What follows belongs to an exercise in optimizing a design on an open flow for small area, a short achievable clock period and few clock cycles per item; a production flow would make more cautious choices.
In this exercise RTL edits were held to simulation tests only and were not proved equivalent to the original.

## wip/tundra
==> flow/design.v (excerpt) <==
module aes256_enc (
    input  wire         clk,
    input  wire         rst,         
    input  wire         in_valid,
    output wire         in_ready,
    input  wire [255:0] key,
    input  wire [127:0] block_in,
    output wire         out_valid,
    input  wire         out_ready,
    output wire [127:0] block_out
);
Settings: LEC_CHECK=0, CAP_MARGIN=20, CORE_MARGIN=2, CORE_UTILIZATION=35, SETUP_SLACK_MARGIN=2.6, SLEW_MARGIN=20, TNS_END_PERCENT=5; clock period 6.0 ns.
standard.sh (not shown) runs the stock make flow with config.mk's settings and CLKGATE_MAP_FILE= SYNTH_SCRIPT=/design/flow/synth_recipe.tcl, a recipe that flattens the netlist after the stock synthesis.
==> flow/flow/run.sh <==
#!/bin/bash
# Layout flow: the standard flow (standard.sh: ORFS synthesis,
# floorplan, placement, CTS, routing and finish) with two changes:
#  1. Synthesis is the standard flow's own (synth_recipe.tcl), except that ABC maps the
#     logic with flow/abc.script, which recovers area after delay-oriented
#     mapping, instead of ORFS's abc_speed.script (see flow/synth.tcl).
#  2. Global placement gives every input and output port a buffer of the
#     platform's smallest buffer cell, sky130_fd_sc_hd__buf_1, instead of the
#     resizer's default choice. Later repair may resize it.
# make's output goes to standard.log; each ORFS step keeps its own log under
# orfs/logs/.
set -euo pipefail
cd "$(dirname "$0")/.."
W=$PWD
export MY_ABC_SCRIPT=$W/flow/abc.script
export FLOW_SYNTH_TCL=$W/synth_recipe.tcl
export BUFFER_PORTS_ARGS="-buffer_cell sky130_fd_sc_hd__buf_1"
sed -E "s#'?SYNTH_SCRIPT=[^ ']*'?#SYNTH_SCRIPT=$W/flow/synth.tcl#" standard.sh > own_standard.sh
grep -q "SYNTH_SCRIPT=$W/flow/synth.tcl" own_standard.sh
bash own_standard.sh finish > standard.log 2>&1
==> flow/flow/abc.script <==
&get -n
&st
&dch
&nf -R 1000 -p
&put
buffer -c
topo
stime -c
upsize -c
dnsize -c
==> flow/flow/synth.tcl <==
# The standard flow's own synthesis (synth_recipe.tcl in the work folder, which sources
# ORFS's synth.tcl), with one change: ABC maps the logic with the script
# named by MY_ABC_SCRIPT (flow/abc.script) in place of ORFS's
# abc_speed.script. Flip-flops are mapped before ABC runs, so the registers
# are those of the standard synthesis.
proc abc {args} {
  set i [lsearch -exact $args -script]
  if {$i >= 0} {
    lset args [expr {$i + 1}] $::env(MY_ABC_SCRIPT)
  }
  yosys abc {*}$args
}
source $::env(FLOW_SYNTH_TCL)
Testbench counts of wip/tundra, summed over its fixed seeds: cycles 28,712, items 2,048.
diff inputs: wip/tundra => wip/nickel
--- a/flow/flow/run.sh
+++ b/flow/flow/run.sh
@@ -5,2 +5,3 @@
-#     logic with flow/abc.script, which recovers area after delay-oriented
-#     mapping, instead of ORFS's abc_speed.script (see flow/synth.tcl).
+#     logic with flow/abc.script, an area-oriented mapping (&nf with the
+#     delay constraint relaxed), instead of ORFS's abc_speed.script, which
+#     maps for the least delay (see flow/synth.tcl).
--- a/flow/config.mk
+++ b/flow/config.mk
@@ -10,0 +11,3 @@
+export CTS_CLUSTER_DIAMETER = 60
+export CTS_CLUSTER_SIZE = 20
+export PLACE_DENSITY = 0.75
@@ -13 +16 @@
-export TNS_END_PERCENT = 5
+export TNS_END_PERCENT = 0
## What came out
- | clock skew | wip/nickel vs wip/tundra | 0.0056 ns higher |
- wip/tundra has a higher required time reported for the critical path endpoint than wip/nickel.
- wip/nickel reports a lower post-route clock period utilization than wip/tundra does.
- Pin count of the biggest net entering global routing (wip/nickel over wip/tundra): decrease, about 1.4%
- Utilization wip/tundra -> wip/nickel: down
- Going from wip/tundra to wip/nickel, finished layout cell area shrank slightly.
- wip/nickel has fraction of area in clock buffers and inverters below what wip/tundra had.
- Compared with wip/tundra, wip/nickel shows a share of post-route cells with drive strength above 1 that is 0.77 points lower.
Setup changes, wip/nickel to wip/raven
--- a/flow/config.mk
+++ b/flow/config.mk
@@ -13 +12,0 @@
-export PLACE_DENSITY = 0.75
==> comparison <==
- Going from wip/nickel to wip/raven, number of gates resized after CTS shrank by more than a quarter.
- Going from wip/nickel to wip/raven, met3 routed wirelength shrank by more than 10%.
- Relative to wip/nickel, via count of the first global-routing pass has decreased by 935 in wip/raven.
- wip/raven vs wip/nickel, capturing element of the worst setup path: k0[13]$_DFF_P_ vs obuf[73]$_DFFE_PP_
- | area after detailed placement | wip/raven vs wip/nickel | ≈ equal |
- Going from wip/nickel to wip/raven, global routing met1 resource utilization went up by 1.7 points; total via count after detailed routing shows a reduction of 929; fraction of the yosys area taken by sequential cells saw little to no change.
- Taking wip/nickel as the reference, in wip/raven routed wire length lost 5.9 mm; depth of the critical timing path with buffers and inverters included saw a decrease.
- Going from wip/nickel to wip/raven, post-route clock period utilization grows by 1.5 points.
[inputs] wip/xenon vs wip/raven
--- a/flow/flow/abc.script
+++ b/flow/flow/abc.script
@@ -8,2 +7,0 @@
-stime -c
-upsize -c
--- a/flow/config.mk
+++ b/flow/config.mk
@@ -15 +15 @@
-export TNS_END_PERCENT = 0
+export TNS_END_PERCENT = 5
Results
- Looking at maximum fanout encountered on the critical timing path, wip/xenon sits 2 higher than wip/raven does.
- Any difference in post-synthesis share of cell area spent on full adders, half adders and majority gates between wip/xenon and wip/raven is small enough to ignore.
- There was hardly any difference in final area between wip/xenon and wip/raven.

========
job 7058:
Another version of the RTL of aes256_enc (not shown whole).
Size in the first run: about 6200 cells after synthesis, ~1200 flip-flops, ~520 I/O pins, roughly 0.063 sq mm of cells after synthesis.
export LEC_CHECK = 0
export CAP_MARGIN = 20
export CORE_MARGIN = 2
export CORE_UTILIZATION = 35
export CTS_CLUSTER_DIAMETER = 60
export CTS_CLUSTER_SIZE = 20
export PLACE_DENSITY = 0.75
export SETUP_SLACK_MARGIN = 3.4
export SLEW_MARGIN = 20
export TNS_END_PERCENT = 0
create_clock -name core_clock -period 6.0 [get_ports {clk}]
==> flow/flow/run.sh <==
#!/bin/bash
# Layout flow: the standard flow (standard.sh: ORFS synthesis,
# floorplan, placement, CTS, routing and finish) with two changes:
#  1. Synthesis is the standard flow's own (synth_recipe.tcl), except that ABC maps the
#     logic with flow/abc.script, an area-oriented mapping (&nf with the
#     delay constraint relaxed), instead of ORFS's abc_speed.script, which
#     maps for the least delay (see flow/synth.tcl).
#  2. Global placement gives every input and output port a buffer of the
#     platform's smallest buffer cell, sky130_fd_sc_hd__buf_1, instead of the
#     resizer's default choice. Later repair may resize it.
# make's output goes to standard.log; each ORFS step keeps its own log under
# orfs/logs/.
set -euo pipefail
cd "$(dirname "$0")/.."
W=$PWD
export MY_ABC_SCRIPT=$W/flow/abc.script
export FLOW_SYNTH_TCL=$W/synth_recipe.tcl
export BUFFER_PORTS_ARGS="-buffer_cell sky130_fd_sc_hd__buf_1"
sed -E "s#'?SYNTH_SCRIPT=[^ ']*'?#SYNTH_SCRIPT=$W/flow/synth.tcl#" standard.sh > own_standard.sh
grep -q "SYNTH_SCRIPT=$W/flow/synth.tcl" own_standard.sh
bash own_standard.sh finish > standard.log 2>&1
==> flow/flow/abc.script <==
&get -n
&st
&dch
&nf -R 1000 -p
&put
buffer -c
topo
stime -c
upsize -c
dnsize -c
Scripts as last shown in full above: flow/flow/synth.tcl
Testbench counts of job 7058, summed over its fixed seeds: cycles 28,712, items 2,048.
Changes in job 1653 relative to job 7058:
diff --git a/flow/config.mk b/flow/config.mk
--- a/flow/config.mk
+++ b/flow/config.mk
@@ -9,7 +9,6 @@
 export CORE_MARGIN = 2
-export CORE_UTILIZATION = 35
+export CORE_UTILIZATION = 40
 export CTS_CLUSTER_DIAMETER = 60
 export CTS_CLUSTER_SIZE = 20
-export PLACE_DENSITY = 0.75
-export SETUP_SLACK_MARGIN = 3.4
+export SETUP_SLACK_MARGIN = 2.8
 export SLEW_MARGIN = 20
Findings:
Detailed-route wire length on metal 1 ends up lower on job 7058.
Relative to job 7058, the final cell area reported for job 1653 is lower.
The final layouts of job 7058 and job 1653 pass the timing, DRC and antenna checks.
Delta (job 1653 minus job 7058): largest clock skew in the final design now larger, met2 usage now larger, via count now smaller.
From job 7058 to job 1653 the numbers moved as follows: sum of routed wire length over all layers down 6.9%, post-route minimum period up 0.26 ns.
#### Input delta (job 502 over job 1653)
diff --git a/flow/config.mk b/flow/config.mk
--- a/flow/config.mk
+++ b/flow/config.mk
@@ -9,6 +9,7 @@
 export CORE_MARGIN = 2
-export CORE_UTILIZATION = 40
+export CORE_UTILIZATION = 35
 export CTS_CLUSTER_DIAMETER = 60
 export CTS_CLUSTER_SIZE = 20
-export SETUP_SLACK_MARGIN = 2.8
+export PLACE_DENSITY = 0.75
+export SETUP_SLACK_MARGIN = 4.0
 export SLEW_MARGIN = 20
Relative to job 1653, the fraction of area in multi-input gates of job 502 is higher by 0.23 points.
Multi-input gate area in the final layout (lower): job 1653
Setup slack in job 502 is larger than in job 1653.
The die used by job 502 is larger than the one used by job 1653.
Taking job 1653 over job 502, the number of global-route vias before repair ratio works out to 0.925.
Compared with job 1653, job 502 shows fraction of the cycle the final worst path needs lower by 4.4 points.
Synthesized cell count: job 502 vs job 1653 identical
Between job 502 and job 1653, the clock buffer count is lower for job 502.
## Diff of input files: job 9006 against job 502
diff --git a/flow/config.mk b/flow/config.mk
--- a/flow/config.mk
+++ b/flow/config.mk
@@ -10,7 +10,4 @@
 export CORE_UTILIZATION = 35
-export CTS_CLUSTER_DIAMETER = 60
-export CTS_CLUSTER_SIZE = 20
-export PLACE_DENSITY = 0.75
-export SETUP_SLACK_MARGIN = 4.0
+export SETUP_SLACK_MARGIN = 2.6
 export SLEW_MARGIN = 20
-export TNS_END_PERCENT = 0
+export TNS_END_PERCENT = 5
Notes after the runs:
- The detailed-route wire length of job 9006 is lower than that of job 502.
- Minimum clock period in job 9006 vs job 502: up 0.40 ns
- Per the comparison of job 9006 with job 502, layout overhead on the synthesized area fell 7.5 points, number of ordinary and repair buffers in the finished layout fell 263, post-route core utilization fell 2.7 points.
- The final reports for job 9006 and job 502 show final cycle utilization of the critical path higher in the former.
- | x dimension of the die | job 502 vs job 9006 | ≈ equal |

========
Setup of lane 1:
aes256_enc again, from the RTL that the note above started with.
export LEC_CHECK = 0
export CAP_MARGIN = 20
export CORE_MARGIN = 2
export CORE_UTILIZATION = 35
export CTS_CLUSTER_DIAMETER = 60
export CTS_CLUSTER_SIZE = 20
export PLACE_DENSITY = 0.75
export SETUP_SLACK_MARGIN = 3.7
export SLEW_MARGIN = 20
export TNS_END_PERCENT = 0
create_clock -name core_clock -period 6.0 [get_ports {clk}]
Scripts as last shown in full above: flow/flow/run.sh, flow/flow/abc.script, flow/flow/synth.tcl
Testbench counts of lane 1, summed over its fixed seeds: cycles 28,712, items 2,048.
Modified inputs, lane 2 compared to lane 1
Settings: PLACE_DENSITY removed (was 0.75); SETUP_SLACK_MARGIN changed from 3.7 to 2.6.
### Flow results
Lane 2 completed end to end with timing, DRC and antenna clean.
Delta (lane 2 minus lane 1): instance area after placement moved down; shortest period the worst path allows moved up.
On lane 2: non-clock buffer count is 286 lower than what lane 1 gave.
As far as synthesized area is concerned, lane 1 and lane 2 perform about the same.
Weighted congestion at the end of routability-driven global placement (lane 2 vs. lane 1) decreases by a few percent
Relative to lane 1, ratio of final minimum period to clock period has increased by 5.3 points in lane 2.
Fill cell total of the finished layout up 1002 in lane 2 wrt lane 1
Worst hold slack (lower): lane 1
Lane 1 has a higher first-pass GRT wire length than lane 2.

-- static timing again, ports no longer ideal --
No port has a modelled driver above. Below, the same layouts with a new extraction and two added sets of constraints.
Step 1, drivers: a clkbuf_16 drives clk and a buf_2 each remaining input, both assumed.
Step 2, shift: input delay + t, output delay - t, t = (earliest + latest rising clock arrival at the registers) / 2. This alone moves slack from input paths to output paths.
a / b / c = ideal / step 1 / step 2; a / b = the first two.
run	t, ns	setup WS [ns]	latest minus earliest clock arrival (ns)	worst register clock-pin slew, ns	cell pins on the clock port's net
wip/tundra	0.859	2.295 / 2.295 / 2.295	0.033 / 0.033	0.07 / 0.07	1
wip/nickel	0.821	2.425 / 2.425 / 2.425	0.040 / 0.040	0.09 / 0.09	1
wip/raven	0.831	2.338 / 2.338 / 2.338	0.038 / 0.037	0.09 / 0.09	1
wip/xenon	0.824	2.290 / 2.290 / 2.290	0.046 / 0.046	0.08 / 0.08	1
job 7058	0.822	2.856 / 2.856 / 2.856	0.043 / 0.043	0.09 / 0.09	1
job 1653	0.827	2.593 / 2.593 / 2.593	0.064 / 0.064	0.09 / 0.09	1
job 502	0.822	2.856 / 2.856 / 2.856	0.043 / 0.043	0.09 / 0.09	1
job 9006	0.874	2.453 / 2.453 / 2.453	0.037 / 0.038	0.07 / 0.07	1
lane 1	0.822	2.856 / 2.856 / 2.856	0.043 / 0.043	0.09 / 0.09	1
lane 2	0.842	2.537 / 2.537 / 2.537	0.060 / 0.060	0.09 / 0.09	1
After both steps setup and hold are still met in every run listed.
